Source: an optimization exercise on an open RTL-to-GDS flow (aim: small area, a short achievable clock period and few clock cycles per item). Production flows keep margins and buffers that such runs may drop.
The RTL was checked by simulation tests, not by an equivalence proof against the original design.
Power is estimated from default activity; no workload was simulated.

==> flow/design.v, too long to show whole: its modules and the start of the top module <==
// module chord_mac: 1284 lines
module chord_mac (
    input  wire        clk,
    input  wire        rst,
    input  wire        in_valid,
    output wire        in_ready,
    input  wire [2:0]  in_op,
    input  wire        in_x,
    input  wire [31:0] in_a,
    input  wire [31:0] in_b,
    input  wire        in_frac,
    input  wire        in_wrap,
    input  wire        in_rnd,
    input  wire [1:0]  in_form,
    input  wire [6:0]  in_sh7,
    output reg         out_valid,
    output reg  [71:0] out_data,
    output reg         out_flag
);
  // ...
==> flow/flow/run.sh <==
#!/bin/bash
set -euo pipefail
VARS=(SETUP_SLACK_MARGIN=16.5 "BUFFER_PORTS_ARGS=-buffer_cell sky130_fd_sc_hd__buf_2")
R="$PWD/orfs/results/${FLOW_PLATFORM:-sky130hd}/chord_mac/base"
bash standard.sh "${VARS[@]}" synth > synth.log 2>&1
cp "$R/1_2_yosys.v" "$R/1_2_yosys.std.v"
python3 flow/fixpol.py "$R/1_2_yosys.v" > fixpol.log 2>&1
sleep 1
touch "$R/1_2_yosys.v"
bash standard.sh "${VARS[@]}" finish > standard_flow.log 2>&1
==> flow/flow/fixpol.py <==
#!/usr/bin/env python3
"""Remove inverters around full adders in a Yosys-written sky130 netlist.

A full adder with all three inputs inverted gives both outputs inverted:
FA(~a, ~b, ~c) = (~sum, ~cout).  For each sky130_fd_sc_hd__fa_* cell the
script decides whether to use the inverted form, when that removes more
inverter cells than it adds, and rewires the netlist.  Nothing else
changes; flip-flops and all other cells are kept as they are.

usage: fixpol.py netlist.v [out.v]
"""
import re, sys

src = open(sys.argv[1]).read()
out = sys.argv[2] if len(sys.argv) > 2 else sys.argv[1]

mod_start = src.index("module ")
cell_re = re.compile(r"  (sky130_fd_sc_hd__\w+) (\S+)\s+\((.*?)\n  \);\n", re.S)
pin_re = re.compile(r"\.(\w+)\((.*?)\)(?:,|\s*$)", re.S)

cells = {}        # name -> [type, {pin: net}]
order = []
first = None
last = None
ncells = 0
for m in cell_re.finditer(src):
    ncells += 1
    typ, name, body = m.group(1), m.group(2), m.group(3)
    pins = {}
    for pm in re.finditer(r"\.(\w+)\(([^()]*)\)", body):
        pins[pm.group(1)] = pm.group(2).strip()
    cells[name] = [typ, pins]
    order.append(name)
    if first is None:
        first = m.start()
    last = m.end()

assert ncells == src.count("\n  sky130_fd_sc_hd__"), (ncells, src.count("\n  sky130_fd_sc_hd__"))
OUTS = {"X", "Y", "Q", "Q_N", "SUM", "COUT", "HI", "LO"}

def is_inv(t):
    return re.match(r"sky130_fd_sc_hd__(inv|clkinv)_\d+$", t) is not None

def is_fa(t):
    return re.match(r"sky130_fd_sc_hd__fa_\d+$", t) is not None

driver = {}
loads = {}
def rebuild():
    driver.clear(); loads.clear()
    for n, (t, pins) in cells.items():
        for p, net in pins.items():
            if p in OUTS:
                driver[net] = (n, p)
            else:
                loads.setdefault(net, []).append((n, p))
rebuild()

ports = set()
hdr = src[mod_start:src.index(");", mod_start)]
for decl in re.findall(r"^\s*(?:output|inout)\s+(?:\[[^\]]*\]\s*)?(\S+);", src, re.M):
    ports.add(decl)
def is_port(net):
    base = net.split("[")[0].strip()
    return base in ports or net in ports

newn = [0]
new_wires = []
def fresh():
    newn[0] += 1
    w = f"_pol{newn[0]}_"
    new_wires.append(w)
    return w

ninv = [0]
def add_inv(a, y):
    newn[0] += 1
    name = f"_polinv{newn[0]}_"
    cells[name] = ["sky130_fd_sc_hd__inv_1", {"A": a, "Y": y}]
    order.append(name)
    ninv[0] += 1

def inv_of(net):
    """an existing inverter driven by net, or None"""
    for (c, p) in loads.get(net, []):
        if is_inv(cells[c][0]) and p == "A":
            return c
    return None

def gain(fa):
    t, pins = cells[fa]
    g = 0
    for p in ("A", "B", "CIN"):
        n = pins[p]
        d = driver.get(n)
        if d and is_inv(cells[d[0]][0]):
            if len(loads.get(n, [])) == 1 and not is_port(n):
                g += 1
        else:
            if inv_of(n) is None:
                g -= 1
    for p in ("SUM", "COUT"):
        n = pins[p]
        ls = loads.get(n, [])
        others = [l for l in ls if not (is_inv(cells[l[0]][0]) and l[1] == "A")]
        invs = [l for l in ls if (is_inv(cells[l[0]][0]) and l[1] == "A")]
        g += len(invs)
        if others or is_port(n):
            g -= 1
    return g

def flip(fa):
    t, pins = cells[fa]
    for p in ("A", "B", "CIN"):
        n = pins[p]
        d = driver.get(n)
        if d and is_inv(cells[d[0]][0]):
            src_net = cells[d[0]][1]["A"]
            pins[p] = src_net
            if len(loads.get(n, [])) == 1 and not is_port(n):
                del cells[d[0]]
        else:
            e = inv_of(n)
            if e is not None:
                pins[p] = cells[e][1]["Y"]
            else:
                w = fresh()
                add_inv(n, w)
                pins[p] = w
        rebuild()
    for p in ("SUM", "COUT"):
        n = pins[p]
        ls = list(loads.get(n, []))
        invs = [l for l in ls if (is_inv(cells[l[0]][0]) and l[1] == "A")]
        others = [l for l in ls if not (is_inv(cells[l[0]][0]) and l[1] == "A")]
        # the FA now drives ~n on a new net
        nn = fresh()
        pins[p] = nn
        # inverters on n computed ~n: remove them, their loads take nn
        for (c, _) in invs:
            y = cells[c][1]["Y"]
            if is_port(y):
                # keep a driver named y: an inverter pair is not wanted,
                # so turn this inverter into a buffer-free rename is not
                # possible; keep it as inverter of ... (rare) -> re-add
                cells[c][1]["A"] = n  # will be driven below
                continue
            for (lc, lp) in loads.get(y, []):
                cells[lc][1][lp] = nn
            del cells[c]
        rebuild()
        if others or is_port(n) or any(cells.get(c) for (c, _) in invs):
            add_inv(nn, n)
        rebuild()

changed = True
rounds = 0
flipped = 0
while changed and rounds < 20:
    changed = False
    rounds += 1
    for fa in [c for c in order if c in cells and is_fa(cells[c][0])]:
        if gain(fa) > 0:
            before = sum(1 for c in cells.values() if is_inv(c[0]))
            flip(fa)
            after = sum(1 for c in cells.values() if is_inv(c[0]))
            assert after < before, (fa, before, after)
            flipped += 1
            changed = True

# write back
body = []
for n in order:
    if n not in cells:
        continue
    t, pins = cells[n]
    pl = ",\n".join(f"    .{p}({v}{' ' if v.startswith(chr(92)) else ''})" for p, v in pins.items())
    body.append(f"  {t} {n}{' ' if n.startswith(chr(92)) else ''} (\n{pl}\n  );\n")
head = src[:first]
# declare new wires right after the module header's first wire declarations
wires = "".join(f"  wire {w};\n" for w in new_wires)
head = head.replace(");\n", ");\n" + wires, 1) if False else head
ins = head.index(";\n", head.index("module ")) + 2
head = head[:ins] + wires + head[ins:]
open(out, "w").write(head + "".join(body) + src[last:])
ni = sum(1 for c in cells.values() if is_inv(c[0]))
sys.stderr.write(f"fixpol: flipped {flipped} full adders in {rounds} rounds; inverters now {ni}\n")
==> flow/standard.sh <==
#!/bin/bash
# synth_recipe.tcl (not shown) runs the flow's synth.tcl, then flattens the netlist and writes it again
# the make line also repeats each setting of config.mk as NAME=value (left out here)
make -C /OpenROAD-flow-scripts/flow DESIGN_CONFIG=/design/flow/config.mk WORK_HOME=/design/flow/orfs CLKGATE_MAP_FILE= SYNTH_SCRIPT=/design/flow/synth_recipe.tcl "${@:-finish}"
==> flow/config.mk <==
export PLATFORM = sky130hd
export DESIGN_NAME = chord_mac
export DESIGN_NICKNAME = chord_mac
export VERILOG_FILES = /design/flow/design.v
export SDC_FILE = /design/flow/constraint.sdc
export NUM_CORES = 4
export LEC_CHECK = 0
export CAP_MARGIN = 20
export CORE_MARGIN = 2
export CORE_UTILIZATION = 45
export CTS_CLUSTER_DIAMETER = 100
export CTS_CLUSTER_SIZE = 24
export SLEW_MARGIN = 20
==> flow/constraint.sdc <==
create_clock -name core_clock -period 22.0 [get_ports {clk}]
set_input_delay 4.4000 -clock core_clock [delete_from_list [all_inputs] [get_ports {clk}]]
set_output_delay 4.4000 -clock core_clock [all_outputs]
set_load 0.01 [all_outputs]
==> impl_results.md, run 1 <==
- Die ar.: roughly 0.12 mm²
- Max cap viols: 0
- Area of the multi-input gates: 0.0366 mm²
- # rows: between 100 and 150
- Vias: ~43000
- Tmin final: 5.51 ns
- Post-route ant nets: 0
- Inverters: 393
- GR Util met2: 47.1%
- Critical path endpoint category: output pin
- Syn Area/Cell: 9.61 µm²
- Port Buffers: 156
- Final worst slack: 16.49 ns
- Core area: approximately 0.12 mm²
- Outcome: timing/DRC/antenna clean
- Non-CTS buffers: 262
- Total Routing Usage GR: roughly 29%
- Comb_multi_in: 4096
- Origin of the worst setup path: out_flag
- RSZ-0062 raised after global routing: yes
- Power Density: 198 mW/mm²
- Placed Cells: 7014
- Clk tree area frac: under 10%
- Starting Density: 45.3%
- Setup tns final: 0 ns
- Top sig layer: met5
- Hold buffers post-CTS: 0
- Combinational power: 0.00833 W
- 1st-pass router iterations: 7
- Maximum vdd drop: 0.000225 V
Testbench counts, summed over its fixed seeds: cycles 24,040, items 24,000.
==> run 2: changes to the inputs <==
--- a/flow/design.v
+++ b/flow/design.v
@@ -1148,19 +1148,18 @@
         if (rst) begin
             ha <= 1'b0; hb <= 1'b0;
         end else begin
             if (t2a & ~(mm & ha)) ha <= mm & ovf & ~wrap1;
             if (t2b & ~(mm & hb)) hb <= mm & ovf & ~wrap1;
         end
     end
     wire        sgs  = ~accr[71];
-    wire [71:0] acce = hold ? {sgs, {71{~sgs}}} : accr;
-    wire        sgn  = acce[71];
-    wire [71:0] oc   = acce ^ {72{sgn}};
+    wire        sgn  = accr[71] ^ hold;
+    wire [71:0] oc   = {1'b0, {71{hold}} | (accr[70:0] ^ {71{accr[71]}})};
     wire [6:0]  kk   = k321 ? sh1 + 7'd32 : sh1;
     wire [6:0]  sint = kk + 7'd23;
     wire [6:0]  qq   = kk + (w641 ? 7'd64 : 7'd32);    
     wire [127:0] lzin = {56'd0, oc};
     wire [8*128-1:0]   lv;
     wire [8*128*7-1:0] lp;
     generate
         for (gn = 0; gn < 128; gn = gn + 1) begin : g_l0
@@ -1198,17 +1197,18 @@
         sgn2b  <= sgn;
         oz2b   <= ext1 ? ez : clr1;
         flag2b <= mm & ~hold & ovf;
         hib2b  <= hibad;
         sat2b  <= mm & (hold | (ovf & ~wrap1));
         satn2b <= hold ? sgs : sum[72];
         s2b    <= ext1 ? (flt1 ? msb : sint) : 7'd23;
         sh2b   <= sh1;
-        r2b    <= ext1 ? acce : sum[71:0];
+        r2b    <= ({72{~ext1}} & sum[71:0]) | ({72{ext1 & ~hold}} & accr) |
+                  ({72{ext1 & hold}} & {sgs, {71{~sgs}}});
     end
     wire        fill = sgn2b;
     wire [96:0] sx0 = {fill, r2b, 24'd0};
     wire [96:0] sx1 = s2b[6] ? {{64{fill}}, sx0[96:64]} : sx0;
     wire [96:0] sx2 = s2b[5] ? {{32{fill}}, sx1[96:32]} : sx1;
     wire [96:0] sx3 = s2b[4] ? {{16{fill}}, sx2[96:16]} : sx2;
     wire [96:0] sx4 = s2b[3] ? {{ 8{fill}}, sx3[96:8]}  : sx3;
     wire [96:0] sx5 = s2b[2] ? {{ 4{fill}}, sx4[96:4]}  : sx4;
==> flow/config.mk (replaced) <==
export PLATFORM = sky130hd
export DESIGN_NAME = chord_mac
export DESIGN_NICKNAME = chord_mac
export VERILOG_FILES = /design/flow/design.v
export SDC_FILE = /design/flow/constraint.sdc
export NUM_CORES = 4
export LEC_CHECK = 0
export CAP_MARGIN = 20
export CORE_MARGIN = 2
export CORE_UTILIZATION = 40
export CTS_CLUSTER_DIAMETER = 100
export CTS_CLUSTER_SIZE = 24
export SLEW_MARGIN = 20
==> run 2 against run 1 <==
- still clean
- synthesized area up 1.1%
- clock-buffer cell count fell by 1
- combinational power grew 2%
- utilization down 5.5 points
- largest power group unchanged
==> impl_results.md, run 2 <==
- Outcome: timing/DRC/antenna clean (unchanged)
- Clock root buffer: clkbuf_16 (unchanged)
- Die Height: 375 µm (was 352 µm)
- TritonCTS clock tree: done (unchanged)
- Reg2reg start: ldx0 (unchanged)
- Largest fanout on the critical path: 1 (unchanged)
- Share of layout cells above drive strength 1: 10.3% (was 10.6%)
- Clk pwr share: 7.0% (was 6.8%)
- Max cap viols: 0 (unchanged)
- Worst Hold Class: reg -> reg (unchanged)
- Core area: 0.137 mm² (was 0.120 mm²)
- Vias: 44019 (was 42969)
- Placed inst area: 0.0571 mm² (was 0.0562 mm²)
- 1st-pass router iterations: 6 (was 7)
- Syn Area/Cell: 9.58 µm² (was 9.61 µm²)
- 1st-iter DRT viols: 4385 (was 4196)
- Reg2reg end: s1[31] (unchanged)
- Most common cell after layout, fill and taps aside: a22oi_1 (unchanged)
- Maximum vdd drop: 0.000288 V (was 0.000225 V)
- Final hold violation count: 0 (unchanged)
- Placer Congestion: 0.954 (was 0.965)
- CP endpoint: out_data[25] (was out_flag)
- CTS max path bufs: 3 (unchanged)
- WL/cell: 25.4 µm (was 25.6 µm)
- Power Internal: 0.00594 W (was 0.00584 W)
- Slowest cell on the critical path: dfxtp_2 (was dfxtp_4)
- Initial antenna violation count: 5 (was 6)
- Post-Layout Cell Count: 7351 (was 7095)
- Clock Latency Late Sink: 0.66 ns (was 0.65 ns)
- Port Buffers: 156 (unchanged)
- Slowest cell delay on critical path: 0.36 ns (about the same)
- Slew Viols, Final: 0 (unchanged)
- Final cycle utilization of the critical path: 25.1% (about the same)
- Lkg Pwr: 23.9 nW (about the same)
- Vias in the first global route: 44801 (was 43666)
- Yosys Warn Count: 1 (unchanged)
- CTS H-tree lvls: 2 (unchanged)
- Seq pwr share: 20.5% (was 20.6%)
- Placed Cells: 7278 (was 7014)
- Cts bufs inserted: 38 (was 37)
- CTS clock-pin slew for the worst setup and hold paths: 0.10 ns (was 0.09 ns)
- Hold path cells: 0 (unchanged)
- Die ar.: 0.140 mm² (was 0.124 mm²)
- Setup violators final: 0 (unchanged)
- Post-route clock skew: 0.0330 ns (was 0.0336 ns)
- Post-synth net total: 6477 (was 6394)
- Commonest non-fill, non-tap cells in the layout: 553 x a22oi_1, 523 x fa_1, 448 x dfxtp_1 (was 564 x a22oi_1, 523 x fa_1, 445 x dfxtp_1)
- Power Density: 200 mW/mm² (was 198 mW/mm²)
- R2R cell count: 12 (was 13)
- Critical path endpoint category: output pin (unchanged)
- Dpl hpwl: 126000 µm (was 122000 µm)
- Top delay family on crit path: flip-flops (unchanged)
- I/O pin count: 158 (unchanged)
- Fin area: 0.0587 mm² (was 0.0580 mm²)
- Buffers and inverters on the worst path: 1 (unchanged)
- Comb power frac: 72.5% (was 72.6%)
- DRC violations left: 0 (unchanged)
- Cells after synthesis: 5739 (was 5656)
- Origin of the worst setup path: out_data[25] (was out_flag)
- Largest net degree at the start of global routing: 123 (was 116)
- Switching part of the total: 49.3% (was 49.1%)
- CP Cell Sequence: buf_6 (unchanged)
- RSZ-0062 raised after global routing: yes (unchanged)
- Worst-Margin Slew: 1.18 ns (was 1.22 ns)
- # rows: 136 (was 127)
- Via density: 5.99 (was 6.06)
- Final wirelength: 187000 µm (was 182000 µm)
- Die Wd: 375 µm (was 352 µm)
- Slew HR: 21.1% (was 18.7%)
- Levels on crit path: 1 (unchanged)
- Post-route ant nets: 0 (unchanged)
- First-pass GRT wire length: 281000 µm (was 272000 µm)
- Total Routing Usage GR: 26.0% (was 28.9%)
- Crit Path Class: reg -> out (unchanged)
- Sw power: 0.00578 W (was 0.00563 W)
- Highest clock rate: 181 MHz (about the same)
- Area Overhead vs Synth: 6.69% (was 6.62%)
- Grt ovf: 0 (unchanged)
- Crit start category: flip-flop (unchanged)
- Reg2reg setup slack: 16.64 ns (was 16.63 ns)
- Worst EP arrival: 1.11 ns (about the same)
- Crit path required time: 17.60 ns (about the same)
- Final nets: 6267 (was 6192)
- Final total power: 0.0117 W (was 0.0115 W)
- Sink Count: 664 (unchanged)
- Syn Std Cell Area: 0.0550 mm² (was 0.0544 mm²)
- Starting Density: 40.1% (was 45.3%)
- Setup tns final: 0 ns (unchanged)
- Tmin final: 5.51 ns (about the same)
[run 2: cell types whose count changed in the layout (fill, tap and decap cells not counted), sizes merged, moves of 12 or more]
cell,change
o2bb2ai,+12
nand2,-33
nor2,+46
a22oi,-12
mux2,-14
mux2i,+15
[run 2: power by group through the flow]
stage	Combinational, W	Sequential [W]	Clock (W)
floorplan	0.00549	0.00224	0
global placement	0.00818	0.00241	0
detailed placement	0.00832	0.00241	0
CTS	0.00836	0.00239	0.000848
global route	0.00949	0.00242	0.000888
finish	0.00849	0.00240	0.000825
[run 2: area by class of cell]
cell class / count / area, µm²
Clock inverter: 15 / 209
Tap cell: 1794 / 2240
Sequential cell: 664 / 14800
Inverter: 397 / 1490
Clock buffer: 52 / 1040
Fill cell: 13237 / 78300
Multi-Input combinational cell: 4169 / 37000
Timing Repair Buffer: 259 / 1790
Antenna cell: 1 / 2.50
[run 2: how the worst min path moves through the flow]
| stage | start | to |
|---|---|---|
| finish | sh0[3] | sh1[3] |
| global route | rnd1 | rnd2b |
| CTS | sh0[3] | sh1[3] |
| detailed placement | sh0[0] | sh1[0] |
| global placement | oz2b | oz3 |
| floorplan | clr0 | clr1 |
[run 2: layer usage]
layer | vias to the layer above | share of wire, % | global-route usage [%]
met5 | - | 0 | 0
met4 | 0 | 5.2 | 12.1
met3 | 631 | 9.4 | 5.29
met2 | 2403 | 45 | 41.8
met1 | 21509 | 40 | 33.5
li1 | 19476 | - | -
[run 2: through the flow]
step | setup WS [ns] | util [%] | hold WS, ns
5_1_grt | 16.43 | 42.8 | 0.340
3_5_place_dp | 15.02 | 41.6 | 0.313
4_1_cts | 16.45 | 42.7 | 0.332
2_1_floorplan | 16.50 | - | 0.310
6_report | 16.49 | 42.8 | 0.330
3_3_place_gp | 15.02 | 41.6 | 0.313
[run 2: what timing repair did]
| item | in CTS | in global routing |
|---|---|---|
| hold endpoints to repair | 0 | 0 |
| pin swaps | 1 | 0 |
| buffers inserted | 4 | 0 |
| gates resized for setup | 46 | 35 |
| hold buffers | 0 | 0 |
| setup endpoints to repair | 165 | 105 |
| gates cloned | 1 | 0 |
Testbench counts of run 2, summed over its fixed seeds: cycles 24,040, items 24,000.

[afterwards: timing with drivers on the ports]
No port has a modelled driver above. Below, the same layouts with a new extraction and two added sets of constraints.
Step 1 assumes that a clkbuf_16 drives the clock port and a buf_2 every other input.
Step 2 adds t to the input delays and takes it off the output delays; t is the mean of the earliest and latest rising clock arrival at the registers after step 1. Input paths then give back, and output paths get back, about the clock's delay inside the block.
a / b / c = no drivers / after step 1 / after step 2; a / b = the first two.
| run | shift t [ns] | setup slack, ns | worst register clock-pin slew, ns |
|---|---|---|---|
| run 1 | 0.704 | 16.486 / 16.415 / 15.918 | 0.10 / 0.10 |
| run 2 | 0.718 | 16.487 / 16.412 / 15.981 | 0.10 / 0.10 |
After both steps every run listed still meets setup and hold. The setup slack of run 1, which loses most, moves by -0.071 ns with the drivers and by -0.568 ns with both steps.
